This is an optimization exercise on Yosys and OpenROAD, whose aim is small area and a short achievable clock period, not a production implementation.
RTL that was checked went through simulation tests only; none was proved equivalent to the original.

==> branch harbor <==
==> flow/design.v (excerpt) <==
module fpfma (
    input  wire        clk,
    input  wire        rst_n,
    input  wire        in_valid,
    input  wire [1:0]  in_op,
    input  wire [1:0]  in_rnd,
    input  wire        in_ftz,
    input  wire        in_canon,
    input  wire [31:0] in_a,
    input  wire [31:0] in_b,
    input  wire [31:0] in_c,
    output reg         out_valid,
    output reg  [31:0] out_result,
    output reg  [4:0]  out_flags
);
==> flow/config.mk <==
export PLATFORM = sky130hd
export DESIGN_NAME = fpfma
export DESIGN_NICKNAME = fpfma
export VERILOG_FILES = /design/flow/design.v
export SDC_FILE = /design/flow/constraint.sdc
export NUM_CORES = 4
export LEC_CHECK = 0
export ABC_AREA = 1
export CAP_MARGIN = 20
export CORE_MARGIN = 2
export CORE_UTILIZATION = 45
export SLEW_MARGIN = 20
==> flow/constraint.sdc <==
create_clock -name core_clock -period 28.0 [get_ports {clk}]
set_input_delay 5.6000 -clock core_clock [delete_from_list [all_inputs] [get_ports {clk}]]
set_output_delay 5.6000 -clock core_clock [all_outputs]
set_load 0.01 [all_outputs]
standard.sh (not shown) runs the stock make flow with config.mk's settings and CLKGATE_MAP_FILE= SYNTH_SCRIPT=/design/flow/synth_recipe.tcl, a recipe that flattens the netlist after the stock synthesis.
==> flow/flow/run.sh <==
#!/bin/bash
# The standard layout (the standard.sh, standard synthesis included),
# with two changes to how it is made:
#  - the buffers that buffer_ports puts on the input and output ports are
#    sky130_fd_sc_hd__buf_2 instead of the delay buffer (clkdlybuf4s50_1)
#    the resizer picks by default; every port still gets its own buffer;
#  - repair_timing works with a setup margin of 21.3 ns, so that it speeds
#    up every path slower than 6.7 ns instead of only those that miss the
#    28 ns clock.  The clock, its period and the SDC are unchanged.
# make's output goes to flow.log; each ORFS step keeps its own log under
# orfs/logs/.
set -euo pipefail
bash standard.sh "BUFFER_PORTS_ARGS=-buffer_cell sky130_fd_sc_hd__buf_2" \
    "SETUP_SLACK_MARGIN=21.3" finish > flow.log 2>&1
==> branch fjord: changes against branch harbor <==
--- a/flow/design.v
+++ b/flow/design.v
@@ -23,19 +23,23 @@
     wire        b_e0 = (in_b[30:23] == 8'd0), b_e1 = &in_b[30:23];
     wire        c_e0 = (in_c[30:23] == 8'd0);
     wire        in_xe0 = a_e0;
     wire        in_ye0 = ~in_addsub & b_e0;
     wire        in_ye1 = ~in_addsub & b_e1;
     wire        in_ze0 = in_addsub ? b_e0 : (in_mul | c_e0);
+    wire        a_f0 = (in_a[22:0] == 23'd0), b_f0 = (in_b[22:0] == 23'd0), c_f0 = (in_c[22:0] == 23'd0);
+    wire        in_den = in_ftz & ((a_e0 & ~a_f0) | (b_e0 & ~b_f0) | (in_op == 2'd3 & c_e0 & ~c_f0));
+    wire [22:0] in_fx = in_a[22:0] & {23{~(in_ftz & in_xe0)}};
+    wire [22:0] in_fy = in_y[22:0] & {23{~(in_ftz & in_ye0)}};
     reg        r_valid;
     reg [1:0]  r_rnd;
     reg        r_ftz, r_canon, r_zneg;
     reg        r_sx, r_sy, r_xe0, r_ye0, r_xe1, r_ye1;
     reg [22:0] r_fx, r_fy;
     reg [7:0]  r_ex, r_ey;
-    reg        r_ze0;
+    reg        r_ze0, r_den;
     reg [31:0] r_z;
     always @(posedge clk) begin
         r_valid <= rst_n & in_valid;
         r_rnd   <= in_rnd;
         r_ftz   <= in_ftz;
         r_canon <= in_canon;
@@ -43,14 +47,15 @@
         r_sx    <= in_a[31];
         r_sy    <= in_y[31];
         r_xe0   <= in_xe0;
         r_ye0   <= in_ye0;
         r_xe1   <= a_e1;
         r_ye1   <= in_ye1;
-        r_fx    <= in_a[22:0];
-        r_fy    <= in_y[22:0];
+        r_fx    <= in_fx;
+        r_fy    <= in_fy;
+        r_den   <= in_den;
         r_ex    <= in_a[30:23];
         r_ey    <= in_y[30:23];
         r_ze0   <= in_ze0;
         r_z     <= in_z;
     end
     wire sx = r_sx, sy = r_sy;
@@ -59,22 +64,21 @@
     wire [22:0] fx = r_fx, fy = r_fy, fz = r_z[22:0];
     wire x_e0 = r_xe0, y_e0 = r_ye0, z_e0 = r_ze0;
     wire x_e1 = r_xe1, y_e1 = r_ye1, z_e1 = &ezf;
     wire x_f0 = (fx == 23'd0), y_f0 = (fy == 23'd0), z_f0 = (fz == 23'd0);
     wire x_nan = x_e1 & ~x_f0, y_nan = y_e1 & ~y_f0, z_nan = z_e1 & ~z_f0;
     wire x_inf = x_e1 & x_f0,  y_inf = y_e1 & y_f0,  z_inf = z_e1 & z_f0;
-    wire x_sub = x_e0 & ~x_f0, y_sub = y_e0 & ~y_f0, z_sub = z_e0 & ~z_f0;
-    wire x_zero = x_e0 & (x_f0 | r_ftz);
-    wire y_zero = y_e0 & (y_f0 | r_ftz);
+    wire x_zero = x_e0 & x_f0;
+    wire y_zero = y_e0 & y_f0;
     wire z_zero = z_e0 & (z_f0 | r_ftz);
-    wire [23:0] mx = {~x_e0, fx & {23{~(x_e0 & r_ftz)}}};
-    wire [23:0] my = {~y_e0, fy & {23{~(y_e0 & r_ftz)}}};
+    wire [23:0] mx = {~x_e0, fx};
+    wire [23:0] my = {~y_e0, fy};
     wire [23:0] mz = {~z_e0, fz & {23{~(z_e0 & r_ftz)}}};
     wire [10:0] exy = {3'd0, r_ex[7:1], r_ex[0] | x_e0} + {3'd0, r_ey[7:1], r_ey[0] | y_e0};
     wire [10:0] ez  = {3'd0, ezf[7:1], ezf[0] | z_e0};
-    wire den_in = r_ftz & (x_sub | y_sub | z_sub);
+    wire den_in = r_den;
     wire sp       = sx ^ sy;
     wire eff_sub  = sp ^ sz;
     wire any_nan  = x_nan | y_nan | z_nan;
     wire any_snan = (x_nan & ~fx[22]) | (y_nan & ~fy[22]) | (z_nan & ~fz[22]);
     wire zinf     = (x_inf & y_zero) | (y_inf & x_zero);
     wire p_inf    = (x_inf | y_inf) & ~zinf;
@@ -109,38 +113,38 @@
     always @(*) begin
         ztz = 5'd24;
         for (q = 23; q >= 0; q = q - 1)
             if (mz[q]) ztz = q;
     end
     wire          zstk = ~anchor_z & (ztz != 5'd24) & (sh_raw >= $signed({6'd0, ztz}) + (W - 23));
-    wire [W:0]   zrow = {zwin, zstk};
+    wire [W:0]   zrow = {zwin, zstk} ^ {(W+1){eff_sub}};
     wire [W+1:0] px, py;
     fpfma_pp tree (.a(mx), .b(my), .x(px), .y(py));
     reg         m_valid;
     reg [W+1:0] m_px, m_py;
     reg [W:0]   m_z;
     reg signed [10:0] m_tb;
     reg         m_sp, m_effsub, m_ftz, m_den, m_spec, m_inv;
     reg [1:0]   m_rnd;
-    reg [2:0]   m_specres;
+    reg [24:0]  m_specres;
     always @(posedge clk) begin
         m_valid   <= rst_n & r_valid;
-        m_px      <= {px[W+1:26], spec ? spec_res[21:0] : px[25:4], px[3:0]};
+        m_px      <= px;
         m_py      <= py;
         m_z       <= zrow;
         m_tb      <= tb;
         m_sp      <= sp;
         m_effsub  <= eff_sub;
         m_ftz     <= r_ftz;
         m_den     <= den_in;
         m_spec    <= spec;
         m_inv     <= spec_inv;
         m_rnd     <= r_rnd;
-        m_specres <= spec_res[24:22];
+        m_specres <= spec_res;
     end
-    wire [W+1:0] zr2  = {m_effsub, m_z ^ {(W+1){m_effsub}}};
+    wire [W+1:0] zr2  = {m_effsub, m_z};
     wire [W+1:0] s2_s = m_px ^ m_py ^ zr2;
     wire [W+1:0] s2_c = {(m_px[W:0] & m_py[W:0]) | (m_px[W:0] & zr2[W:0]) | (m_py[W:0] & zr2[W:0]), 1'b0};
     wire [W+1:0] cp_p = s2_s ^ s2_c;
     wire [W+1:0] cp_g = s2_s & s2_c;
     reg  [W+1:0] gg, pp;    
     integer k, lv;
@@ -158,50 +162,53 @@
     wire [W+1:0] c1 = {gg[W:0] | pp[W:0], 1'b1};
     wire         neg = m_effsub & (cp_p[W+1] ^ c0[W+1]);
     wire [W:0]   csel = ~m_effsub ? c0[W:0] : (neg ? ~c0[W:0] : c1[W:0]);
     wire [W:0]   mag = cp_p[W:0] ^ csel;
     wire         rsign = m_sp ^ neg;
     wire [6:0]   lim = m_tb[10] ? 7'd0 : ((m_tb > W) ? 7'd127 : m_tb[6:0]);
-    wire [W:0]   stopper = (lim > W) ? {(W+1){1'b0}} : ({{W{1'b0}}, 1'b1} << (W - lim));
-    wire [6:0]   lzc;
-    fpfma_lzc lz (.x(mag | stopper), .z(lzc));
-    wire         mag_zero = ~|mag;
+    wire [6:0]   lzc_raw, tzc;
+    fpfma_lzc lz (.x(mag), .z(lzc_raw));
+    wire [6:0]   lzc = (lzc_raw > lim) ? lim : lzc_raw;
+    reg  [W:0]   mag_rev;
+    integer r;
+    always @(*) for (r = 0; r <= W; r = r + 1) mag_rev[r] = mag[W - r];
+    fpfma_lzc tz (.x(mag_rev), .z(tzc));
     reg         n_valid;
     reg [W:0]   n_mag;
-    reg [6:0]   n_lzc;
-    reg         n_zero;
+    reg [6:0]   n_lzc, n_tzc;
     reg signed [10:0] n_tb;
     reg         n_rsign, n_ftz, n_den, n_spec, n_inv;
     reg [1:0]   n_rnd;
-    reg [2:0]   n_specres;
+    reg [24:0]  n_specres;
     always @(posedge clk) begin
         n_valid   <= rst_n & m_valid;
-        n_mag     <= {mag[W:23], m_spec ? m_px[25:4] : mag[22:1], mag[0]};
+        n_mag     <= mag;
         n_lzc     <= lzc;
-        n_zero    <= mag_zero;
+        n_tzc     <= tzc;
         n_tb      <= m_tb;
         n_rsign   <= rsign;
         n_ftz     <= m_ftz;
         n_den     <= m_den;
         n_spec    <= m_spec;
         n_inv     <= m_inv;
         n_rnd     <= m_rnd;
         n_specres <= m_specres;
     end
+    wire         mag_zero = (n_tzc == W + 1);
     wire [W:0]   nv6 = n_lzc[6] ? {n_mag[W-64:0], 64'd0} : n_mag;
     wire [W:0]   nv5 = n_lzc[5] ? {nv6[W-32:0], 32'd0} : nv6;
     wire [W:0]   nv4 = n_lzc[4] ? {nv5[W-16:0], 16'd0} : nv5;
     wire [W:0]   nv3 = n_lzc[3] ? {nv4[W-8:0], 8'd0} : nv4;
     wire [W:0]   nv2 = n_lzc[2] ? {nv3[W-4:0], 4'd0} : nv3;
     wire [W:0]   nv1 = n_lzc[1] ? {nv2[W-2:0], 2'd0} : nv2;
     wire [W:0]   nrm = n_lzc[0] ? {nv1[W-1:0], 1'd0} : nv1;
     wire [23:0]  n_m  = nrm[W:W-23];
     wire         n_g  = nrm[W-24];
     wire         n_g2 = nrm[W-25];
-    wire         n_st = (|nv5[W-57:0]) | (|nv4[W-41:W-56]) | (|nv3[W-33:W-40]) |
-                        (|nv2[W-29:W-32]) | (|nv1[W-27:W-28]) | nrm[W-26];
+    wire [7:0]   tzl  = {1'b0, n_tzc} + {1'b0, n_lzc};
+    wire         n_st = (tzl <= W - 26);
     function rnd_inc;
         input [1:0] mode;
         input       s, lsb, g, st;
         begin
             case (mode)
                 2'd0: rnd_inc = g & (st | lsb);
@@ -221,15 +228,15 @@
     wire         to_max = (n_rnd == 2'd1) | (n_rnd == 2'd3 & ~n_rsign) | (n_rnd == 2'd2 & n_rsign);
     reg [31:0] res;
     reg [4:0]  flg;
     always @(*) begin
         flg = {n_den, 4'b0000};
         if (n_spec) begin
-            res = {n_specres[2], {8{n_specres[1]}}, n_specres[0], n_mag[22:1]};
+            res = {n_specres[24], {8{n_specres[23]}}, n_specres[22:0]};
             flg[0] = n_inv;
-        end else if (n_zero) begin
+        end else if (mag_zero) begin
             res = {(n_rnd == 2'd3), 31'd0};
         end else if (n_ftz & tiny) begin
             res = {n_rsign, 31'd0};
             flg[4:2] = 3'b111;
         end else if (ovf) begin
             res = to_max ? {n_rsign, 31'h7F7F_FFFF} : {n_rsign, 31'h7F80_0000};
==> flow/run.sh (new file) <==
#!/bin/bash
# synth_recipe.tcl (not shown) runs the flow's synth.tcl, then flattens the netlist and writes it again
# the make line also repeats each setting of config.mk as NAME=value (left out here)
make -C /OpenROAD-flow-scripts/flow DESIGN_CONFIG=/design/flow/config.mk WORK_HOME=/design/flow/orfs CLKGATE_MAP_FILE= SYNTH_SCRIPT=/design/flow/synth_recipe.tcl finish
==> flow/config.mk (replaced) <==
export PLATFORM = sky130hd
export DESIGN_NAME = fpfma
export DESIGN_NICKNAME = fpfma
export VERILOG_FILES = /design/flow/design.v
export SDC_FILE = /design/flow/constraint.sdc
export NUM_CORES = 4
export LEC_CHECK = 0
export ABC_AREA = 1
export CAP_MARGIN = 40
export CORE_MARGIN = 2
export CORE_UTILIZATION = 45
export SLEW_MARGIN = 80
removed: flow/flow/run.sh
removed: flow/standard.sh
==> branch violet: changes against branch harbor <==
--- a/flow/design.v
+++ b/flow/design.v
@@ -23,19 +23,23 @@
     wire        b_e0 = (in_b[30:23] == 8'd0), b_e1 = &in_b[30:23];
     wire        c_e0 = (in_c[30:23] == 8'd0);
     wire        in_xe0 = a_e0;
     wire        in_ye0 = ~in_addsub & b_e0;
     wire        in_ye1 = ~in_addsub & b_e1;
     wire        in_ze0 = in_addsub ? b_e0 : (in_mul | c_e0);
+    wire        a_f0 = (in_a[22:0] == 23'd0), b_f0 = (in_b[22:0] == 23'd0), c_f0 = (in_c[22:0] == 23'd0);
+    wire        in_den = in_ftz & ((a_e0 & ~a_f0) | (b_e0 & ~b_f0) | (in_op == 2'd3 & c_e0 & ~c_f0));
+    wire [22:0] in_fx = in_a[22:0] & {23{~(in_ftz & in_xe0)}};
+    wire [22:0] in_fy = in_y[22:0] & {23{~(in_ftz & in_ye0)}};
     reg        r_valid;
     reg [1:0]  r_rnd;
     reg        r_ftz, r_canon, r_zneg;
     reg        r_sx, r_sy, r_xe0, r_ye0, r_xe1, r_ye1;
     reg [22:0] r_fx, r_fy;
     reg [7:0]  r_ex, r_ey;
-    reg        r_ze0;
+    reg        r_ze0, r_den;
     reg [31:0] r_z;
     always @(posedge clk) begin
         r_valid <= rst_n & in_valid;
         r_rnd   <= in_rnd;
         r_ftz   <= in_ftz;
         r_canon <= in_canon;
@@ -43,14 +47,15 @@
         r_sx    <= in_a[31];
         r_sy    <= in_y[31];
         r_xe0   <= in_xe0;
         r_ye0   <= in_ye0;
         r_xe1   <= a_e1;
         r_ye1   <= in_ye1;
-        r_fx    <= in_a[22:0];
-        r_fy    <= in_y[22:0];
+        r_fx    <= in_fx;
+        r_fy    <= in_fy;
+        r_den   <= in_den;
         r_ex    <= in_a[30:23];
         r_ey    <= in_y[30:23];
         r_ze0   <= in_ze0;
         r_z     <= in_z;
     end
     wire sx = r_sx, sy = r_sy;
@@ -59,22 +64,21 @@
     wire [22:0] fx = r_fx, fy = r_fy, fz = r_z[22:0];
     wire x_e0 = r_xe0, y_e0 = r_ye0, z_e0 = r_ze0;
     wire x_e1 = r_xe1, y_e1 = r_ye1, z_e1 = &ezf;
     wire x_f0 = (fx == 23'd0), y_f0 = (fy == 23'd0), z_f0 = (fz == 23'd0);
     wire x_nan = x_e1 & ~x_f0, y_nan = y_e1 & ~y_f0, z_nan = z_e1 & ~z_f0;
     wire x_inf = x_e1 & x_f0,  y_inf = y_e1 & y_f0,  z_inf = z_e1 & z_f0;
-    wire x_sub = x_e0 & ~x_f0, y_sub = y_e0 & ~y_f0, z_sub = z_e0 & ~z_f0;
-    wire x_zero = x_e0 & (x_f0 | r_ftz);
-    wire y_zero = y_e0 & (y_f0 | r_ftz);
+    wire x_zero = x_e0 & x_f0;
+    wire y_zero = y_e0 & y_f0;
     wire z_zero = z_e0 & (z_f0 | r_ftz);
-    wire [23:0] mx = {~x_e0, fx & {23{~(x_e0 & r_ftz)}}};
-    wire [23:0] my = {~y_e0, fy & {23{~(y_e0 & r_ftz)}}};
+    wire [23:0] mx = {~x_e0, fx};
+    wire [23:0] my = {~y_e0, fy};
     wire [23:0] mz = {~z_e0, fz & {23{~(z_e0 & r_ftz)}}};
     wire [10:0] exy = {3'd0, r_ex[7:1], r_ex[0] | x_e0} + {3'd0, r_ey[7:1], r_ey[0] | y_e0};
     wire [10:0] ez  = {3'd0, ezf[7:1], ezf[0] | z_e0};
-    wire den_in = r_ftz & (x_sub | y_sub | z_sub);
+    wire den_in = r_den;
     wire sp       = sx ^ sy;
     wire eff_sub  = sp ^ sz;
     wire any_nan  = x_nan | y_nan | z_nan;
     wire any_snan = (x_nan & ~fx[22]) | (y_nan & ~fy[22]) | (z_nan & ~fz[22]);
     wire zinf     = (x_inf & y_zero) | (y_inf & x_zero);
     wire p_inf    = (x_inf | y_inf) & ~zinf;
==> flow/config.mk (replaced) <==
export PLATFORM = sky130hd
export DESIGN_NAME = fpfma
export DESIGN_NICKNAME = fpfma
export VERILOG_FILES = /design/flow/design.v
export SDC_FILE = /design/flow/constraint.sdc
export NUM_CORES = 4
export LEC_CHECK = 0
export ABC_AREA = 1
export CAP_MARGIN = 40
export CORE_MARGIN = 2
export CORE_UTILIZATION = 55
export SLEW_MARGIN = 60
==> notes <==
- Branch fjord passed the timing, design-rule and antenna checks. Branch harbor passed the timing, design-rule and antenna checks. Branch violet finished with timing, DRC and antenna clean.
- Of branch harbor and branch fjord, branch fjord has the higher non-clock buffer count (gap 101).
- Sequential share of layout area: branch fjord > branch violet > branch harbor.
- The lowest die area belongs to branch violet, the highest to branch fjord.
- The highest global-route usage belongs to branch violet, the lowest to branch fjord.
==> figures <==
metric	branch harbor	branch violet	branch fjord
Outcome	no timing/DRC/antenna violations	no timing/DRC/antenna violations	no timing/DRC/antenna violations
Worst Min Path Start	m_ftz	m_specres[2]	m_den
Met2 routed WL	77,900 um	72,900 um	76,200 um
Hold Path Sink	n_ftz	n_specres[2]	n_den
Fraction of standard cell area in multi-input logic	62.0%	62.5%	60.6%
Non-filler cells in the finished layout	7,749	7,429	7,657
Synthesized area divided by synthesized cell count	6.75 um2	6.79 um2	7.01 um2
Total nets after synthesis	7,035	6,955	6,845
Cts repair resizes	35	19	0
Placed Instance Area	45,200 um2	44,900 um2	49,400 um2
Function not checked in branch harbor and branch fjord: the RTL went through the layout flow alone.

what the ideal ports hide:
Ports are ideal in the flow. The routed layouts listed here were re-timed in OpenROAD. Step 1 (the two cells are an assumption about what drives the block):
set clk [get_ports {clk}]
set_driving_cell -lib_cell sky130_fd_sc_hd__clkbuf_16 $clk
set_driving_cell -lib_cell sky130_fd_sc_hd__buf_2 [delete_from_list [all_inputs] $clk]
Step 2 times the ports against the registers' clock, not the clock port: input delays grow and output delays shrink by t, the midpoint of the rising clock arrivals with the driver on. Three values: ideal, step 1, step 2; two values: the first two.
run	shift t [ns]	slack for setup (ns)	worst slew at a driven data input, ns
branch harbor	0.694	21.323 / 21.254 / 21.097	0.06
branch fjord	0.728	20.862 / 20.787 / 20.267	0.06
branch violet	0.681	21.308 / 21.236 / 20.905	0.05
After both steps every run listed still meets setup and hold. The setup slack of branch fjord, which loses most, moves by -0.075 ns with the drivers and by -0.595 ns with both steps.
